This is an optimization exercise on Yosys and OpenROAD, whose aim is small area, a short achievable clock period and few clock cycles per item, not a production implementation. The RTL was checked by simulation tests, not by an equivalence proof against the original design.

File: flow/config.mk
export PLATFORM = sky130hd
export DESIGN_NAME = aes128_core
export DESIGN_NICKNAME = aes128_core
export VERILOG_FILES = /design/flow/design.v
export SDC_FILE = /design/flow/constraint.sdc
export NUM_CORES = 4
export LEC_CHECK = 0
export CAP_MARGIN = 20
export CORE_MARGIN = 2
export CORE_UTILIZATION = 25
export PLACE_DENSITY = 0.35
export SLEW_MARGIN = 20
File: flow/constraint.sdc
create_clock -name core_clock -period 8.0 [get_ports {clk}]
set_input_delay 1.6000 -clock core_clock [delete_from_list [all_inputs] [get_ports {clk}]]
set_output_delay 1.6000 -clock core_clock [all_outputs]
set_load 0.01 [all_outputs]
File: flow/design.v
module aes_sbox (
    input  wire [7:0] a,
    output wire [7:0] y
);
    wire U0 = a[7], U1 = a[6], U2 = a[5], U3 = a[4];
    wire U4 = a[3], U5 = a[2], U6 = a[1], U7 = a[0];
    wire T1 = U0 ^ U3, T2 = U0 ^ U5, T3 = U0 ^ U6, T4 = U3 ^ U5;
    wire T5 = U4 ^ U6, T6 = T1 ^ T5, T7 = U1 ^ U2, T8 = U7 ^ T6;
    wire T9 = U7 ^ T7, T10 = T6 ^ T7, T11 = U1 ^ U5, T12 = U2 ^ U5;
    wire T13 = T3 ^ T4, T14 = T6 ^ T11, T15 = T5 ^ T11, T16 = T5 ^ T12;
    wire T17 = T9 ^ T16, T18 = U3 ^ U7, T19 = T7 ^ T18, T20 = T1 ^ T19;
    wire T21 = U6 ^ U7, T22 = T7 ^ T21, T23 = T2 ^ T22, T24 = T2 ^ T10;
    wire T25 = T20 ^ T17, T26 = T3 ^ T16, T27 = T1 ^ T12;
    wire M1 = T13 & T6, M6 = T3 & T16, M11 = T1 & T15, M2 = T23 & T8;
    wire M3 = T14 ^ M1, M4 = T19 & U7, M5 = M4 ^ M1, M7 = T22 & T9;
    wire M8 = T26 ^ M6, M9 = T20 & T17, M10 = M9 ^ M6, M12 = T4 & T27;
    wire M13 = M12 ^ M11, M14 = T2 & T10, M15 = M14 ^ M11, M16 = M3 ^ M2;
    wire M17 = M5 ^ T24, M18 = M8 ^ M7, M19 = M10 ^ M15, M20 = M16 ^ M13;
    wire M21 = M17 ^ M15, M22 = M18 ^ M13, M23 = M19 ^ T25, M24 = M22 ^ M23;
    wire M25 = M22 & M20, M26 = M21 ^ M25, M27 = M20 ^ M21, M28 = M23 ^ M25;
    wire M29 = M28 & M27, M30 = M26 & M24, M31 = M20 & M23, M32 = M27 & M31;
    wire M33 = M27 ^ M25, M34 = M21 & M22, M35 = M24 & M34, M36 = M24 ^ M25;
    wire M37 = M21 ^ M29, M38 = M32 ^ M33, M39 = M23 ^ M30, M40 = M35 ^ M36;
    wire M41 = M38 ^ M40, M42 = M37 ^ M39, M43 = M37 ^ M38, M44 = M39 ^ M40;
    wire M45 = M42 ^ M41;
    wire M46 = M44 & T6, M47 = M40 & T8, M48 = M39 & U7, M49 = M43 & T16;
    wire M50 = M38 & T9, M51 = M37 & T17, M52 = M42 & T15, M53 = M45 & T27;
    wire M54 = M41 & T10, M55 = M44 & T13, M56 = M40 & T23, M57 = M39 & T19;
    wire M58 = M43 & T3, M59 = M38 & T22, M60 = M37 & T20, M61 = M42 & T1;
    wire M62 = M45 & T4, M63 = M41 & T2;
    wire L0 = M61 ^ M62, L1 = M50 ^ M56, L2 = M46 ^ M48, L3 = M47 ^ M55;
    wire L4 = M54 ^ M58, L5 = M49 ^ M61, L6 = M62 ^ L5, L7 = M46 ^ L3;
    wire L8 = M51 ^ M59, L9 = M52 ^ M53, L10 = M53 ^ L4, L11 = M60 ^ L2;
    wire L12 = M48 ^ M51, L13 = M50 ^ L0, L14 = M52 ^ M61, L15 = M55 ^ L1;
    wire L16 = M56 ^ L0, L17 = M57 ^ L1, L18 = M58 ^ L8, L19 = M63 ^ L4;
    wire L20 = L0 ^ L1, L21 = L1 ^ L7, L22 = L3 ^ L12, L23 = L18 ^ L2;
    wire L24 = L15 ^ L9, L25 = L6 ^ L10, L26 = L7 ^ L9, L27 = L8 ^ L10;
    wire L28 = L11 ^ L14, L29 = L11 ^ L17;
    assign y[7] = L6 ^ L24;
    assign y[6] = ~(L16 ^ L26);
    assign y[5] = ~(L19 ^ L28);
    assign y[4] = L6 ^ L21;
    assign y[3] = L20 ^ L22;
    assign y[2] = L25 ^ L29;
    assign y[1] = ~(L13 ^ L27);
    assign y[0] = ~(L6 ^ L23);
endmodule
module aes128_core (
    input  wire         clk,
    input  wire         rst,         
    input  wire         in_valid,
    output wire         in_ready,
    input  wire [127:0] in_key,
    input  wire [127:0] in_block,
    output wire         out_valid,
    input  wire         out_ready,
    output wire [127:0] out_data
);
    reg         busy;       
    reg         done;       
    reg [7:0]   rcon;       
    reg [127:0] state;
    reg [127:0] rkey;       
    wire last = (rcon == 8'h36);
    wire [127:0] sb;
    genvar i;
    generate
        for (i = 0; i < 16; i = i + 1) begin : g_sb
            aes_sbox u_sbox (.a(state[127-8*i -: 8]), .y(sb[127-8*i -: 8]));
        end
    endgenerate
    wire [127:0] sr;
    generate
        for (i = 0; i < 16; i = i + 1) begin : g_sr
            localparam integer C   = i / 4;
            localparam integer R   = i % 4;
            localparam integer SRC = 4 * ((C + R) % 4) + R;
            assign sr[127-8*i -: 8] = sb[127-8*SRC -: 8];
        end
    endgenerate
    wire [127:0] mx;
    generate
        for (i = 0; i < 4; i = i + 1) begin : g_mc
            wire [7:0] a0 = sr[127-32*i    -: 8];
            wire [7:0] a1 = sr[127-32*i-8  -: 8];
            wire [7:0] a2 = sr[127-32*i-16 -: 8];
            wire [7:0] a3 = sr[127-32*i-24 -: 8];
            wire [7:0] x  = a0 ^ a1 ^ a2 ^ a3;
            wire [7:0] d0 = a0 ^ a1;
            wire [7:0] d1 = a1 ^ a2;
            wire [7:0] d2 = a2 ^ a3;
            wire [7:0] d3 = a3 ^ a0;
            wire [7:0] t0 = {d0[6:0], 1'b0} ^ (d0[7] ? 8'h1b : 8'h00);
            wire [7:0] t1 = {d1[6:0], 1'b0} ^ (d1[7] ? 8'h1b : 8'h00);
            wire [7:0] t2 = {d2[6:0], 1'b0} ^ (d2[7] ? 8'h1b : 8'h00);
            wire [7:0] t3 = {d3[6:0], 1'b0} ^ (d3[7] ? 8'h1b : 8'h00);
            assign mx[127-32*i -: 32] = {x ^ t0, x ^ t1, x ^ t2, x ^ t3};
        end
    endgenerate
    wire [31:0] w0 = rkey[127:96];
    wire [31:0] w1 = rkey[95:64];
    wire [31:0] w2 = rkey[63:32];
    wire [31:0] w3 = rkey[31:0];
    wire [31:0] rot = {w3[23:0], w3[31:24]};
    wire [31:0] sub;
    generate
        for (i = 0; i < 4; i = i + 1) begin : g_ks
            aes_sbox u_sbox (.a(rot[31-8*i -: 8]), .y(sub[31-8*i -: 8]));
        end
    endgenerate
    wire [31:0]  s0   = sub ^ {rcon, 24'h0};
    wire [31:0]  n0   = w0 ^ s0;
    wire [31:0]  n1   = (w0 ^ w1) ^ s0;
    wire [31:0]  n2   = (w0 ^ w1 ^ w2) ^ s0;
    wire [31:0]  n3   = (w0 ^ w1 ^ w2 ^ w3) ^ s0;
    wire [127:0] nkey = {n0, n1, n2, n3};
    wire [127:0] round_out = sr ^ (mx & {128{~last}}) ^ nkey;
    wire [7:0]   rcon_next = {rcon[6:0], 1'b0} ^ (rcon[7] ? 8'h1b : 8'h00);
    assign in_ready  = ~busy & (~done | out_ready);
    assign out_valid = done;
    assign out_data  = state;
    wire accept = in_valid & in_ready;
    always @(posedge clk) begin
        if (rst) begin
            busy <= 1'b0;
            done <= 1'b0;
        end else if (busy) begin
            if (last) begin
                busy <= 1'b0;
                done <= 1'b1;
            end
        end else if (accept) begin
            busy <= 1'b1;
            done <= 1'b0;
        end else if (out_ready) begin
            done <= 1'b0;
        end
    end
    always @(posedge clk) begin
        rcon <= busy ? rcon_next : 8'h01;
        rkey <= busy ? nkey : in_key;
        if (busy)
            state <= round_out;
        else if (accept)
            state <= in_block ^ in_key;
    end
endmodule
File: flow/run.sh
#!/bin/bash
# synth_recipe.tcl (not shown) runs the flow's synth.tcl, then flattens the netlist and writes it again
# the make line also repeats each setting of config.mk as NAME=value (left out here)
make -C /OpenROAD-flow-scripts/flow DESIGN_CONFIG=/design/flow/config.mk WORK_HOME=/design/flow/orfs CLKGATE_MAP_FILE= SYNTH_SCRIPT=/design/flow/synth_recipe.tcl finish
==> flow_summary.toml <==
[run_status]
run_status = "finished clean"

[clocking]
number_of_clock_buffers_inserted_by_tritoncts = 44
clock_sinks = 266
h_tree_level_count = 2
cts_hold_buf = 0
root_buffer = "sky130_fd_sc_hd__clkbuf_16"
clock_tree_from_tritoncts = "done"
cts_buffer_depth = 3
worstSkewPairLatency_ns = 0.67
clk_pin_slew_ns = 0.06

[finish]
final_layout_size_suffix_gt1_frac = 0.134
syn_to_final_growth_pct = 20.0
nets = 7756
fillerInstances = 24385

[synth]
synth_enable_flop_cells = 128
postSynthRegisterBits = 266
ys_async_sr_fraction = 0
synth-seq-area-share = 0.115
combined_area_of_all_synthesized_cells_um2 = 57300
synthesis.instances = 6940
synth.lib_cells_used.distinct = 126
syn_area_per_cell_um2 = 8.26
ys.warnings.count = 1
mappedNetlistNets = 7240
synth_top_flop_cell = "sky130_fd_sc_hd__dfxtp_1"

[global_routing]
antenna_found_initial = 10
grt_first_pass_wirelength_mm = 398
first_global_vias = 53237
globalRoute.totalOverflow = 0
grt_max_degree = 97
global_route.usage.total = 0.231

[setup_path]
maximum_fanout_along_the_worst_path = 9
path_common_cell = "sky130_fd_sc_hd__xnor2_1"
arrival_ns = 7.99
crit_path_max_incr_delay_ns = 1.09
crit_chain = "xor2_1 > xnor2_1 > buf_4 > xnor2_1 > ha_1 > xnor2_1 > xnor2_1 > xnor3_1 > buf_4 > nor3_1 > nor4_1 > o31ai_4 > xnor3_2 > xnor3_1 > xnor2_4 > xor3_2 > xnor2_1 > nor2_1 > xnor2_1 > mux2i_1"
critical_path_depth = 20
critical_path.endpoint_type = "register"
crit-reg2reg-launch = "state[45]$_DFFE_PP_"
cpMaxStageDelayCell = "sky130_fd_sc_hd__edfxtp_1"
worst_path_dominant_cell_family = "XOR/XNOR gates"
criticalPathCategory = "reg2reg"
timing.critical_path.required_ns = 8.34
crit_path_start_kind = "register"
reg2reg_depth = 20
critical_path.n_buffers_inverters = 2
crit_start = "state[45]$_DFFE_PP_"

[route]
drtPass1Iterations = 6
drt-wirelength-per-cell_um = 26.7
totalWireLength_mm = 280
dr_total_vias = 55015
number_of_nets_with_antenna_violations_after_routing = 0
routed_via_density = 5.24
drc_errors = 0
drt_first_iter_violations = 4221

[floorplan]
initial_utilization = 0.252
core-area_um2 = 228000
boundaryPins = 390
die_x_um = 483
full_die_area_um2 = 233000
row_count = 175
floorplan.die.height_um = 483

[sta]
finalSetupViolations = 0
finalMaxSlewViolations = 0
timing.clock.skew_ns = 0.0321
fin_crit_ns = 7.65
timing.max_slew.rel_slack = 0.219
timing.fmax_mhz = 131
tightestPinTransition_ns = 1.17
setup_repair_after_global_routing_missed_its_margin = "no"
tns_ns = 0
final.period_utilization = 0.957
finalHoldViolCount = 0

[place]
dp.final_hpwl_mm = 229
buffer_ports.inserted = 389
gp_congestion = 0.915

[flow_run]
max_cap_viol_count = 0

[worst_hold_path]
worstHoldPathType = "reg2reg"
hold_depth = 1
timing.hold.worst.start = "rcon[1]$_SDFF_PN0_"
sequential cells by signal, indices dropped and copies added, names as in the netlist:
signal / cells
busy: 1
state: 128
done: 1
rcon: 8
rkey: 128
final cells by class:
class / instances / area [µm²] / area share
Antenna cell: 6 / 15.0 / 0.000218
Clock buffer: 59 / 1280 / 0.0186
Clock inverter: 23 / 221 / 0.00322
Inverter: 72 / 270 / 0.00393
Multi-Input combinational cell: 6109 / 48400 / 0.703
Sequential cell: 266 / 6610 / 0.0961
Tap cell: 3009 / 3760 / 0.0547
Timing Repair Buffer: 963 / 8270 / 0.120
worst paths after layout:
path                          end  slack [ns]
min            rcon[2]$_SDFF_PN0_        0.51
min reg2reg    rcon[2]$_SDFF_PN0_        0.51
max          state[111]$_DFFE_PP_        0.35
max reg2reg  state[111]$_DFFE_PP_        0.35
layer usage:
metal,global-route usage,wire [µm]
met5,0,0
met4,0.0820,11000
met3,0.0146,10500
met2,0.386,132000
met1,0.314,127000
cell usage after synthesis (all sizes together), types with 44 or more instances:
master / n / share of area
inv: 72 / 0.0047
mux2: 93 / 0.018
xnor3: 259 / 0.10
nand3: 182 / 0.016
nor2: 650 / 0.043
and2: 48 / 0.0053
nor4: 51 / 0.0072
nand2: 496 / 0.033
a22oi: 50 / 0.0065
clkbuf: 255 / 0.017
o21ai: 335 / 0.029
buf: 238 / 0.022
or3: 44 / 0.0048
mux2i: 145 / 0.025
nor3: 166 / 0.014
xor2: 633 / 0.10
edfxtp: 128 / 0.067
a21oi: 489 / 0.043
xor3: 50 / 0.021
nand2b: 49 / 0.0053
xnor2: 1263 / 0.21
a31oi: 80 / 0.0087
o211ai: 83 / 0.011
dfxtp: 138 / 0.048
a211oi: 91 / 0.013
o22ai: 104 / 0.011
cell usage in the layout (no fill, tap or decap), drive strengths merged, types with 93 or more instances in the layout:
master         count
nand2            496
nor3             166
xnor2           1263
edfxtp           128
dfxtp            138
buf              574
nor2             650
o21ai            335
clkdlybuf4s50    389
mux2i            145
mux2              93
o22ai            104
nand3            182
xnor3            259
a21oi            489
xor2             633
cell families after synthesis:
logic type,share of synthesized area
xor+xnor,0.431
simple gates,0.152
flops,0.115
fa+ha+maj,0.0145
compound gates,0.200
mux,0.0444
buf+inv,0.0433
per-stage QoR:
stage | utilization | hold WS [ns] | cell area [µm²] | std cells | setup WS, ns
after floorplan | - | 0.469 | 57300 | 6940 | 1.96
after global placement | 0.295 | 0.488 | 67200 | 10411 | 0.0483
after detailed placement | 0.295 | 0.497 | 67200 | 10412 | 0.204
after CTS | 0.302 | 0.511 | 68700 | 10494 | 0.170
after global routing | 0.302 | 0.546 | 68800 | 10503 | 0.0436
final | 0.302 | 0.506 | 68800 | 10507 | 0.348
what timing repair did:
item                                   CTS  global route
setup buffers                            0             7
endpoints found under the hold margin    0             0
setup endpoints to repair                0             5
resized for setup                        0             3
Testbench counts, summed over its fixed seeds: cycles 17,608, items 1,600.

## static timing again, ports no longer ideal
The results above use ideal ports. As a check the final layout listed here was re-extracted and re-timed, cells and wires unchanged. Step 1, drivers: a clkbuf_16 drives clk and a buf_2 each remaining input, both assumed. Step 2 moves the port delays by t, midway between the first and last clock arrival at a register: inputs arrive t later, outputs are due t later. That takes back most of the time a late clock gives input paths. Three values: ideal ports, drivers, drivers and shift; two values: the first two.
t (ns): 0.726
slack for setup (ns): 0.348 / 0.348 / 0.348
worst register clock-pin slew, ns: 0.07 / 0.07
After both steps setup and hold are still met in this run. For this run, drivers alone change the setup slack by 0.000 ns; drivers and shift together by 0.000 ns.
